This is an optimization exercise on Yosys and OpenROAD, whose aim is small area and a short achievable clock period, not a production implementation. The RTL was checked by simulation tests, not by an equivalence proof against the original design. Power and IR drop assume default switching activity.

==> inputs of run a <==
==> flow/design.v (excerpt) <==
module ca_channel (
    input  wire        clk,
    input  wire        rst,         
    input  wire        start,       
    input  wire        upd,         
    input  wire [5:0]  prn,         
    input  wire [5:0]  noise_prn,   
    input  wire [1:0]  dsel,        
    input  wire [7:0]  moff,        
    input  wire [31:0] fc,          
    input  wire [31:0] fk,          
    input  wire        s_valid,
    input  wire [7:0]  s_i,
    input  wire [7:0]  s_q,
    output reg         dump_valid,
    output wire [31:0] ve_i, ve_q,
    output wire [31:0] e_i,  e_q,
    output wire [31:0] p_i,  p_q,
    output wire [31:0] l_i,  l_q,
    output wire [31:0] vl_i, vl_q,
    output wire [31:0] n_i,  n_q,
    output wire [31:0] m_i,  m_q,
    output wire [63:0] carr_phase,
    output wire [31:0] code_frac
);
clock: 10.0 ns
lec_check: 0
cap_margin: 20
core_margin: 2
core_utilization: 55
slew_margin: 20
standard.sh (not shown) runs the stock make flow with config.mk's settings and CLKGATE_MAP_FILE= SYNTH_SCRIPT=/design/flow/synth_recipe.tcl, a recipe that flattens the netlist after the stock synthesis.
==> flow/flow/run.sh <==
#!/bin/bash
# The standard ORFS layout (standard.sh, standard synthesis), with:
#  - timing repair aimed at a 6.7 ns setup margin against the design's 10 ns clock
#    (SDC unchanged), so the layout closes well under the clock period;
#  - resizing not held to the same cell footprint;
#  - ports buffered with buf_1 instead of the default delay buffer.
set -euo pipefail
bash standard.sh SETUP_SLACK_MARGIN=6.7 MATCH_CELL_FOOTPRINT=0 \
  "BUFFER_PORTS_ARGS=-buffer_cell sky130_fd_sc_hd__buf_1" finish > standard_make.log 2>&1
==> run b (differences from run a) <==
--- a/flow/design.v
+++ b/flow/design.v
@@ -25,26 +25,18 @@
 );
     localparam signed [31:0] FC_MIN = -32'sd225443840;    
     localparam signed [31:0] FC_MAX = -32'sd224395264;    
     localparam        [31:0] FK_MIN = 32'd26816795;       
     localparam        [31:0] FK_MAX = 32'd26817867;       
-    function [31:0] clamp_fc(input [31:0] w);
-        if ($signed(w) < FC_MIN)      clamp_fc = FC_MIN;
-        else if ($signed(w) > FC_MAX) clamp_fc = FC_MAX;
-        else                          clamp_fc = w;
-    endfunction
     function [31:0] clamp_fk(input [31:0] w);
         if (w < FK_MIN)      clamp_fk = FK_MIN;
         else if (w > FK_MAX) clamp_fk = FK_MAX;
         else                 clamp_fk = w;
     endfunction
     function [20:0] pack_fc(input [31:0] w);
-        reg [31:0] c;
-        begin
-            c = clamp_fc(w);
-            pack_fc = {c[21], c[19:0]};
-        end
+        pack_fc = {$signed(w[31:20]) > $signed(12'hF29),
+                   (w[31:20] == 12'hF29) ? w[19:0] : 20'd0};
     endfunction
     function [10:0] pack_fk(input [31:0] w);
         reg [31:0] c;
         begin
             c = clamp_fk(w);
@@ -135,22 +127,21 @@
             default: g2_mask = 10'b0000000000;
         endcase
     endfunction
     localparam [10:1] G1_2 = 10'b1111111100;    
     localparam [10:1] G1_3 = 10'b1111111000, G2_3 = 10'b1111111001;
-    reg        rst0, start0, upd0, sv0;
+    reg        rst0, start0, upd0;
     reg [7:0]  si0, sq0;
     reg [20:0] fc0;
     reg [10:0] fk0;
     reg [1:0]  dsel0;
     reg [7:0]  moff0;
     reg [5:0]  prn0, nprn0;
     always @(posedge clk) begin
         rst0   <= rst;
         start0 <= start;
         upd0   <= upd;
-        sv0    <= s_valid;
         si0    <= s_i;
         sq0    <= s_q;
         fc0    <= pack_fc(fc);
         fk0    <= pack_fk(fk);
         dsel0  <= dsel;
@@ -170,11 +161,13 @@
     reg [10:1] g1, g2;          
     reg [4:0]  win;             
     reg [2:0]  nwin;            
     wire [31:0] fc_w = {10'b1111001010, fc_r[20], ~fc_r[20], fc_r[19:0]};
     wire [31:0] fk_w = {FK_MIN[31:11], fk_r};
-    wire        take     = running && sv0 && !start0 && !rst0;
+    reg         take;
+    always @(posedge clk)
+        take <= s_valid && !start && !rst && (rst0 ? 1'b0 : start0 ? 1'b1 : running);
     wire [32:0] frac_sum = {1'b0, frac} + {1'b0, fk_w};
     wire        chip_adv = frac_sum[32];
     wire        at_last  = (g1 == G1_2);          
     wire        bnd      = take && chip_adv && at_last;
     wire [32:0] plo_sum  = {1'b0, plo} + {1'b0, fc_w};
@@ -247,16 +240,21 @@
                 default: begin mag_c = t_s; neg_c = 1'b0; mag_s = t_c; neg_s = 1'b1; end
             endcase
             rep_ctl = {mul_ctl(mag_c), neg_c, mul_ctl(mag_s), neg_s};
         end
     endfunction
-    reg [11:0] rc;
+    reg        [11:0] rc;
+    reg        [7:0]  si2, sq2;
+    reg               tk2, bnd2;
+    reg        [6:0]  tb2;
     always @(posedge clk) begin
-        if (start0)
-            rc <= rep_ctl(5'd0);
-        else if (take)
-            rc <= rep_ctl(plo_sum[31:27]);
+        rc   <= rep_ctl(plo[31:27]);
+        si2  <= si0;
+        sq2  <= sq0;
+        tk2  <= take;
+        bnd2 <= bnd;
+        tb2  <= tb;
     end
     wire [4:0] mc    = rc[11:7];
     wire       neg_c = rc[6];
     wire [4:0] ms    = rc[5:1];
     wire       neg_s = rc[0];
@@ -289,15 +287,15 @@
             s3 = s2 ^ c2 ^ {10'd0, e};
             c3 = ((s2 & c2) | (s2 & {10'd0, e}) | (c2 & {10'd0, e})) << 1;
             csa5 = {s3, c3};
         end
     endfunction
-    wire [25:0] cs_i = csa5(term_a(si0, mc, neg_c), term_b(si0, mc, neg_c),
-                            term_a(sq0, ms, neg_s), term_b(sq0, ms, neg_s),
+    wire [25:0] cs_i = csa5(term_a(si2, mc, neg_c), term_b(si2, mc, neg_c),
+                            term_a(sq2, ms, neg_s), term_b(sq2, ms, neg_s),
                             term_ci(mc, neg_c, ms, neg_s));
-    wire [25:0] cs_q = csa5(term_a(sq0, mc, neg_c), term_b(sq0, mc, neg_c),
-                            term_a(si0, ms, ~neg_s), term_b(si0, ms, ~neg_s),
+    wire [25:0] cs_q = csa5(term_a(sq2, mc, neg_c), term_b(sq2, mc, neg_c),
+                            term_a(si2, ms, ~neg_s), term_b(si2, ms, ~neg_s),
                             term_ci(mc, neg_c, ms, ~neg_s));
     wire lt_h0 = frac < 32'h0CCCCCCD;
     wire lt_d0 = frac < 32'h1999999A;
     wire lt_d1 = frac < 32'h33333333;
     wire ge_h0 = frac >= 32'hF3333333;     
@@ -321,51 +319,53 @@
     assign tb[2] = win[2];
     assign tb[3] = l_hi  ? win[3] : win[2];
     assign tb[4] = vl_hi ? win[3] : win[2];
     assign tb[5] = nwin[0];
     assign tb[6] = win[m_ix];
-    reg st2, st3, dec2, dec3;
+    reg st2, st3, st4, dec2, dec3, dec4;
     always @(posedge clk) begin
         st2  <= start0;
         st3  <= st2;
+        st4  <= st3;
         dec2 <= take && !plo_sum[32];
         dec3 <= dec2;
-        if (st3)
+        dec4 <= dec3;
+        if (st4)
             phi <= 32'd0;
         else
-            phi <= phi - {31'd0, dec3};
+            phi <= phi - {31'd0, dec4};
     end
-    reg               tk2, bnd2;
-    reg        [25:0] cs2_i, cs2_q;
-    reg        [6:0]  tb2;
+    reg               tk3, bnd3;
+    reg        [25:0] cs3_i, cs3_q;
+    reg        [6:0]  tb3;
     reg        [31:0] plo_d, frac_d;   
     always @(posedge clk) begin
-        tk2   <= take;
-        bnd2  <= bnd;
-        cs2_i <= cs_i;
-        cs2_q <= cs_q;
-        tb2   <= tb;
+        tk3   <= tk2;
+        bnd3  <= bnd2;
+        cs3_i <= cs_i;
+        cs3_q <= cs_q;
+        tb3   <= tb2;
         if (bnd2) begin
             plo_d  <= plo;
             frac_d <= frac;
         end
     end
-    wire [12:0] bb_i = cs2_i[25:13] + cs2_i[12:0];
-    wire [12:0] bb_q = cs2_q[25:13] + cs2_q[12:0];
-    reg               bnd3;
-    reg signed [11:0] bi3, bq3;        
-    reg        [6:0]  tb3;
-    always @(posedge clk) begin
-        bnd3 <= bnd2;
-        bi3  <= tk2 ? bb_i[11:0] : 12'd0;
-        bq3  <= tk2 ? bb_q[11:0] : 12'd0;
-        tb3  <= tk2 ? tb2 : 7'd0;
+    wire [12:0] bb_i = cs3_i[25:13] + cs3_i[12:0];
+    wire [12:0] bb_q = cs3_q[25:13] + cs3_q[12:0];
+    reg               bnd4;
+    reg signed [11:0] bi4, bq4;        
+    reg        [6:0]  tb4;
+    always @(posedge clk) begin
+        bnd4 <= bnd3;
+        bi4  <= tk3 ? bb_i[11:0] : 12'd0;
+        bq4  <= tk3 ? bb_q[11:0] : 12'd0;
+        tb4  <= tk3 ? tb3 : 7'd0;
     end
-    reg clr4, cap4;
+    reg clr5, cap5;
     always @(posedge clk) begin
-        clr4 <= bnd3 || st3;
-        cap4 <= bnd3;
+        clr5 <= bnd4 || st4;
+        cap5 <= bnd4;
     end
     function [12:0] lo_step(input [11:0] a, input [11:0] b, input t);
         lo_step = {1'b0, a} + {1'b0, b ^ {12{t}}} + {12'd0, t};
     endfunction
     function [16:0] hi_step(input [16:0] ah, input c, input s);
@@ -397,31 +397,31 @@
     reg [63:0] cp_r;
     reg [31:0] cf_r;
     integer k;
     always @* begin
         for (k = 0; k < 7; k = k + 1) begin
-            lsum_i[k] = lo_step(clr4 ? 12'd0 : lo_i[k], bi3, tb3[k]);
-            lsum_q[k] = lo_step(clr4 ? 12'd0 : lo_q[k], bq3, tb3[k]);
+            lsum_i[k] = lo_step(clr5 ? 12'd0 : lo_i[k], bi4, tb4[k]);
+            lsum_q[k] = lo_step(clr5 ? 12'd0 : lo_q[k], bq4, tb4[k]);
             hnx_i[k]  = hi_step(hi_i[k], cy_i[k], sg_i[k]);
             hnx_q[k]  = hi_step(hi_q[k], cy_q[k], sg_q[k]);
         end
     end
     always @(posedge clk) begin
         for (k = 0; k < 7; k = k + 1) begin
             lo_i[k] <= lsum_i[k][11:0];
             lo_q[k] <= lsum_q[k][11:0];
             cy_i[k] <= lsum_i[k][12];
             cy_q[k] <= lsum_q[k][12];
-            sg_i[k] <= bi3[11] ^ tb3[k];
-            sg_q[k] <= bq3[11] ^ tb3[k];
-            hi_i[k] <= clr4 ? 17'd0 : hnx_i[k];
-            hi_q[k] <= clr4 ? 17'd0 : hnx_q[k];
+            sg_i[k] <= bi4[11] ^ tb4[k];
+            sg_q[k] <= bq4[11] ^ tb4[k];
+            hi_i[k] <= clr5 ? 17'd0 : hnx_i[k];
+            hi_q[k] <= clr5 ? 17'd0 : hnx_q[k];
         end
     end
     always @(posedge clk) begin
-        dump_valid <= cap4;
-        if (cap4) begin
+        dump_valid <= cap5;
+        if (cap5) begin
             for (k = 0; k < 7; k = k + 1) begin
                 out_i[k] <= {hnx_i[k], lo_i[k]};
                 out_q[k] <= {hnx_q[k], lo_q[k]};
             end
             cp_r <= {phi, plo_d};
==> flow/flow/run.sh (replaced) <==
#!/bin/bash
# The standard ORFS layout (standard.sh, standard synthesis), with:
#  - timing repair aimed at a 6.7 ns setup margin against the design's 10 ns clock
#    (SDC unchanged), so the layout closes well under the clock period;
#  - resizing not held to the same cell footprint;
#  - ports buffered with buf_1 instead of the default delay buffer.
# make's output goes to standard_make.log; ORFS keeps each step's log under orfs/logs.
set -euo pipefail
bash standard.sh SETUP_SLACK_MARGIN=6.7 MATCH_CELL_FOOTPRINT=0 \
  "BUFFER_PORTS_ARGS=-buffer_cell sky130_fd_sc_hd__buf_1" finish > standard_make.log 2>&1
--- a/flow/config.mk
+++ b/flow/config.mk
@@ -5,7 +5,7 @@
 export SDC_FILE = /design/flow/constraint.sdc
 export NUM_CORES = 4
 export LEC_CHECK = 0
 export CAP_MARGIN = 20
 export CORE_MARGIN = 2
-export CORE_UTILIZATION = 55
+export CORE_UTILIZATION = 65
 export SLEW_MARGIN = 20
==> notes.md <==
Of run b and run a, run b has the higher sequential power (gap about 3%, measured against run a).
In run a the global-route usage is lower than in run b, by 3.6 points.
Area after synthesis: run a is smaller than run b (0.82%).
In run b the design area is smaller than in run a, by 0.84%.
==> figures <==
metric	run a	run b
Layout fillers	9374	6756
Standard-cell rows	126	116
Final wirelength	150.5 mm	147.6 mm
Routed length on met1	66.68 mm	61.52 mm
Fin Hold WS	327.0 ps	324.4 ps
Status	no timing/DRC/antenna violations	no timing/DRC/antenna violations
Clock sink count	1417	1444
Vias per inst	5.347	5.544
Area added between synthesis and finish	17.06%	15.12%
Utilization after layout	0.6492	0.7569

[separate check: timing with driven ports]
Ports are ideal in the flow. The routed layouts listed here were re-timed in OpenROAD.
Step 1: set_driving_cell puts a clkbuf_16 on clk and a buf_2 on each other input, an assumption about the parent block.
Step 2 moves the port delays by t, midway between the first and last clock arrival at a register: inputs arrive t later, outputs are due t later. That takes back most of the time a late clock gives input paths.
a / b / c = ideal ports / drivers / drivers and shift; a / b = the first two.
run	t, ns	setup WS [ns]	clock arrival spread, ns
run a	0.814	6.433 / 6.433 / 6.084	0.033 / 0.034
run b	0.818	6.568 / 6.494 / 6.210	0.031 / 0.032
After both steps setup and hold are still met in every run listed. The setup slack of run b, which loses most, moves by -0.074 ns with the drivers and by -0.358 ns with both steps.
